From an optimization exercise on the open Yosys and OpenROAD flow, aimed at small area, a short achievable clock period and few clock cycles; shortcuts taken in it are not production practice.
In this exercise RTL edits were held to simulation tests only and were not proved equivalent to the original.

v40:
==> flow/design.v <==
module sha256_core (
    input  wire         clk,
    input  wire         rst,         
    input  wire         msg_valid,
    output wire         msg_ready,
    input  wire         msg_first,
    input  wire [31:0]  msg_word,
    output reg          done,
    output wire [255:0] digest
);
    localparam [255:0] IV = {32'h6a09e667, 32'hbb67ae85, 32'h3c6ef372, 32'ha54ff53a,
                             32'h510e527f, 32'h9b05688c, 32'h1f83d9ab, 32'h5be0cd19};
    reg  [3:0]  wcnt;     
    reg         wfull;    
    reg         pend;     
    reg         fin;      
    reg  [5:0]  rnd;      
    reg         ivsel;    
    reg  [31:0] w [0:15];
    reg  [31:0] a, b, c, d, e, f, g, h;
    reg  [31:0] h0, h1, h2, h3, h4, h5, h6, h7;
    assign msg_ready = ~wfull;
    assign digest    = {h0, h1, h2, h3, h4, h5, h6, h7};
    wire accept = msg_valid & ~wfull;
    wire go     = pend | wfull;              
    wire ld_iv  = accept & (wcnt == 4'd0) & msg_first;
    wire ff     = fin | (wfull & (rnd[5:2] == 4'hf) & (rnd[1:0] != 2'd0));
    function [31:0] rotr(input [31:0] x, input integer n);
        rotr = (x >> n) | (x << (32 - n));
    endfunction
    reg  [31:0] k_t, k_nx;
    wire [5:0]  rnd_nx = rst ? 6'd0 : go ? rnd + 6'd1 : rnd;
    always @(posedge clk)
        k_t <= k_nx;
    always @(*) begin
        case (rnd_nx)
            6'd0:  k_nx = 32'h428a2f98; 6'd1:  k_nx = 32'h71374491;
            6'd2:  k_nx = 32'hb5c0fbcf; 6'd3:  k_nx = 32'he9b5dba5;
            6'd4:  k_nx = 32'h3956c25b; 6'd5:  k_nx = 32'h59f111f1;
            6'd6:  k_nx = 32'h923f82a4; 6'd7:  k_nx = 32'hab1c5ed5;
            6'd8:  k_nx = 32'hd807aa98; 6'd9:  k_nx = 32'h12835b01;
            6'd10: k_nx = 32'h243185be; 6'd11: k_nx = 32'h550c7dc3;
            6'd12: k_nx = 32'h72be5d74; 6'd13: k_nx = 32'h80deb1fe;
            6'd14: k_nx = 32'h9bdc06a7; 6'd15: k_nx = 32'hc19bf174;
            6'd16: k_nx = 32'he49b69c1; 6'd17: k_nx = 32'hefbe4786;
            6'd18: k_nx = 32'h0fc19dc6; 6'd19: k_nx = 32'h240ca1cc;
            6'd20: k_nx = 32'h2de92c6f; 6'd21: k_nx = 32'h4a7484aa;
            6'd22: k_nx = 32'h5cb0a9dc; 6'd23: k_nx = 32'h76f988da;
            6'd24: k_nx = 32'h983e5152; 6'd25: k_nx = 32'ha831c66d;
            6'd26: k_nx = 32'hb00327c8; 6'd27: k_nx = 32'hbf597fc7;
            6'd28: k_nx = 32'hc6e00bf3; 6'd29: k_nx = 32'hd5a79147;
            6'd30: k_nx = 32'h06ca6351; 6'd31: k_nx = 32'h14292967;
            6'd32: k_nx = 32'h27b70a85; 6'd33: k_nx = 32'h2e1b2138;
            6'd34: k_nx = 32'h4d2c6dfc; 6'd35: k_nx = 32'h53380d13;
            6'd36: k_nx = 32'h650a7354; 6'd37: k_nx = 32'h766a0abb;
            6'd38: k_nx = 32'h81c2c92e; 6'd39: k_nx = 32'h92722c85;
            6'd40: k_nx = 32'ha2bfe8a1; 6'd41: k_nx = 32'ha81a664b;
            6'd42: k_nx = 32'hc24b8b70; 6'd43: k_nx = 32'hc76c51a3;
            6'd44: k_nx = 32'hd192e819; 6'd45: k_nx = 32'hd6990624;
            6'd46: k_nx = 32'hf40e3585; 6'd47: k_nx = 32'h106aa070;
            6'd48: k_nx = 32'h19a4c116; 6'd49: k_nx = 32'h1e376c08;
            6'd50: k_nx = 32'h2748774c; 6'd51: k_nx = 32'h34b0bcb5;
            6'd52: k_nx = 32'h391c0cb3; 6'd53: k_nx = 32'h4ed8aa4a;
            6'd54: k_nx = 32'h5b9cca4f; 6'd55: k_nx = 32'h682e6ff3;
            6'd56: k_nx = 32'h748f82ee; 6'd57: k_nx = 32'h78a5636f;
            6'd58: k_nx = 32'h84c87814; 6'd59: k_nx = 32'h8cc70208;
            6'd60: k_nx = 32'h90befffa; 6'd61: k_nx = 32'ha4506ceb;
            6'd62: k_nx = 32'hbef9a3f7; default: k_nx = 32'hc67178f2;
        endcase
    end
    function [31:0] add32(input [31:0] x, input [31:0] y);
        reg [31:0] gg, pp, p0;
        integer l, j;
        begin
            gg = x & y;
            pp = x ^ y;
            p0 = pp;
            for (l = 0; l < 5; l = l + 1)
                for (j = 0; j < 32; j = j + 1)
                    if ((j >> l) & 1) begin
                        gg[j] = gg[j] | (pp[j] & gg[((j >> l) << l) - 1]);
                        pp[j] = pp[j] & pp[((j >> l) << l) - 1];
                    end
            add32 = p0 ^ {gg[30:0], 1'b0};
        end
    endfunction
    function [63:0] csa(input [31:0] x, input [31:0] y, input [31:0] z);
        csa = {x ^ y ^ z, ((x & y) | (x & z) | (y & z)) << 1};
    endfunction
    wire [31:0] big_s1 = rotr(e, 6) ^ rotr(e, 11) ^ rotr(e, 25);
    wire [31:0] big_s0 = rotr(a, 2) ^ rotr(a, 13) ^ rotr(a, 22);
    wire [31:0] ch     = g ^ (e & (f ^ g));
    wire [31:0] maj    = (a & b) | (c & (a | b));
    wire [63:0] hwk = csa(h, w[15], k_t);
    wire [63:0] u   = csa(hwk[63:32], hwk[31:0], big_s1);
    wire [63:0] x   = csa(ch, big_s0, maj);
    wire [63:0] ea  = csa(u[63:32], u[31:0], ch);
    wire [63:0] eb  = csa(ea[63:32], ea[31:0], d);
    wire [63:0] aa  = csa(u[63:32], u[31:0], x[63:32]);
    wire [63:0] ab  = csa(aa[63:32], aa[31:0], x[31:0]);
    wire [31:0] e_new = add32(eb[63:32], eb[31:0]);
    wire [31:0] a_new = add32(ab[63:32], ab[31:0]);
    wire [31:0] sml_s0 = rotr(w[1], 7)  ^ rotr(w[1], 18)  ^ (w[1] >> 3);
    wire [31:0] sml_s1 = rotr(w[14], 17) ^ rotr(w[14], 19) ^ (w[14] >> 10);
    wire [63:0] wa     = csa(sml_s1, w[9], sml_s0);
    wire [63:0] wb     = csa(wa[63:32], wa[31:0], w[0]);
    wire [31:0] w_next = add32(wb[63:32], wb[31:0]);
    reg  [31:0] iv_a, iv_e;
    always @(*) begin
        case (rnd[1:0])
            2'd1:    begin iv_a = IV[159:128]; iv_e = IV[31:0];   end
            2'd2:    begin iv_a = IV[191:160]; iv_e = IV[63:32];  end
            2'd3:    begin iv_a = IV[223:192]; iv_e = IV[95:64];  end
            default: begin iv_a = IV[255:224]; iv_e = IV[127:96]; end
        endcase
    end
    wire [31:0] ff_a = add32(ivsel ? iv_a : h3, a);
    wire [31:0] ff_e = add32(ivsel ? iv_e : h7, e);
    integer i;
    always @(posedge clk) begin
        if (rst) begin
            wcnt  <= 4'd0;
            wfull <= 1'b0;
            pend  <= 1'b0;
            fin   <= 1'b0;
            rnd   <= 6'd0;
            done  <= 1'b0;
        end else begin
            pend <= accept;
            done <= fin;
            fin  <= wfull & (rnd == 6'd63);
            if (accept) begin
                wcnt <= wcnt + 4'd1;
                if (wcnt == 4'd15)
                    wfull <= 1'b1;
            end
            if (go) begin
                rnd <= rnd + 6'd1;
                if (rnd == 6'd63)
                    wfull <= 1'b0;
            end
        end
    end
    always @(posedge clk) begin
        if (accept && wcnt == 4'd0)
            ivsel <= msg_first;
        if (accept || wfull) begin
            for (i = 0; i < 15; i = i + 1)
                w[i] <= w[i + 1];
            w[15] <= wfull ? w_next : msg_word;
        end
        if (ff) begin
            h0 <= ff_a; h1 <= h0; h2 <= h1; h3 <= h2;
            h4 <= ff_e; h5 <= h4; h6 <= h5; h7 <= h6;
        end
        if (ld_iv) begin
            a <= IV[255:224]; b <= IV[223:192]; c <= IV[191:160]; d <= IV[159:128];
            e <= IV[127:96];  f <= IV[95:64];   g <= IV[63:32];   h <= IV[31:0];
        end else if (fin) begin
            a <= ff_a; b <= h0; c <= h1; d <= h2;
            e <= ff_e; f <= h4; g <= h5; h <= h6;
        end else if (go) begin
            h <= g;
            g <= f;
            f <= e;
            e <= e_new;
            d <= c;
            c <= b;
            b <= a;
            a <= a_new;
        end
    end
endmodule
clock: 10.0 ns
lec_check: 0
abc_area: 1
cap_margin: 20
core_margin: 2
core_utilization: 65
cts_cluster_diameter: 80
cts_cluster_size: 20
slew_margin: 20
standard.sh (not shown) runs the stock make flow with config.mk's settings and CLKGATE_MAP_FILE= SYNTH_SCRIPT=/design/flow/synth_recipe.tcl, a recipe that flattens the netlist after the stock synthesis.
==> flow/flow/run.sh <==
#!/bin/bash
set -euo pipefail
bash standard.sh "BUFFER_PORTS_ARGS=-buffer_cell sky130_fd_sc_hd__buf_1" \
    SETUP_SLACK_MARGIN=5.6 finish > make.log 2>&1
Testbench counts of v40, summed over its fixed seeds: cycles 24,976.
Inputs modified between v40 and v15:
-- flow/flow/run.sh --
<<< v40, line 4
    SETUP_SLACK_MARGIN=5.6 finish > make.log 2>&1
>>> v15, line 4
    SETUP_SLACK_MARGIN=6 finish > make.log 2>&1
-- flow/config.mk --
<<< v40, line 11
export CORE_UTILIZATION = 65
>>> v15, line 11
export CORE_UTILIZATION = 40
Results
- Going from v40 to v15, site row count grows by 28%.
- As far as number of multi-input combinational cells is concerned, v15 and v40 perform about the same.
- Re antenna diode count: v40 and v15 aren't equal, and the lower value belongs to v15.
- In terms of minimum hold slack, v40 and v15 differ only marginally.
- On pin count of the biggest net entering global routing: v15 sits below v40.
- Sort v40 and v15 by number of post-CTS setup repair buffers, descending, and v15 comes first.
- Final worst clock skew in v15 vs v40: up 9.6 ps
- Routability congestion estimate (v15 over v40): decrease, about 4.5%
- Relative to v40, final cell count has gone up in v15.
> inputs changed (v15 -> v57)
-- flow/flow/run.sh --
<<< v15, line 4
    SETUP_SLACK_MARGIN=6 finish > make.log 2>&1
>>> v57, line 4
    SETUP_SLACK_MARGIN=5.6 finish > make.log 2>&1
Results
On v57: sequential share of layout area is 1.2 points higher than what v15 gave. v57 vs v15: number of standard cells in the final layout excluding fillers down. v57 against v15: layout overhead on the synthesized area went down by 3.0 points, final standard cell area without fillers now sits lower, aggregate routed wire length shows a reduction of 1.7%.

static timing again, ports no longer ideal:
In the flow no input, the clock included, has a driving cell. The finished layouts below were timed again as built, in two steps.
Step 1, drivers: a clkbuf_16 drives clk and a buf_2 each remaining input, both assumed.
Step 2 also shifts input and output timing later by t, the mid clock arrival at the registers, as if the neighbouring blocks saw the same clock.
a / b / c = ideal ports / drivers / drivers and shift; a / b = the first two.
run	shift t [ns]	setup WS [ns]	hold WS [ns]	worst register clock-pin slew, ns	cell pins on the clock port's net
v40	0.755	4.277 / 4.277 / 4.277	0.413 / 0.413 / 0.413	0.10 / 0.10	1
v15	0.782	5.558 / 5.558 / 5.250	0.411 / 0.411 / 0.411	0.09 / 0.09	1
v57	0.784	5.566 / 5.566 / 4.860	0.409 / 0.409 / 0.409	0.09 / 0.09	1
After both steps setup and hold are still met in every run listed. For v57, which loses most, drivers alone change the setup slack by 0.000 ns; drivers and shift together by -0.706 ns.
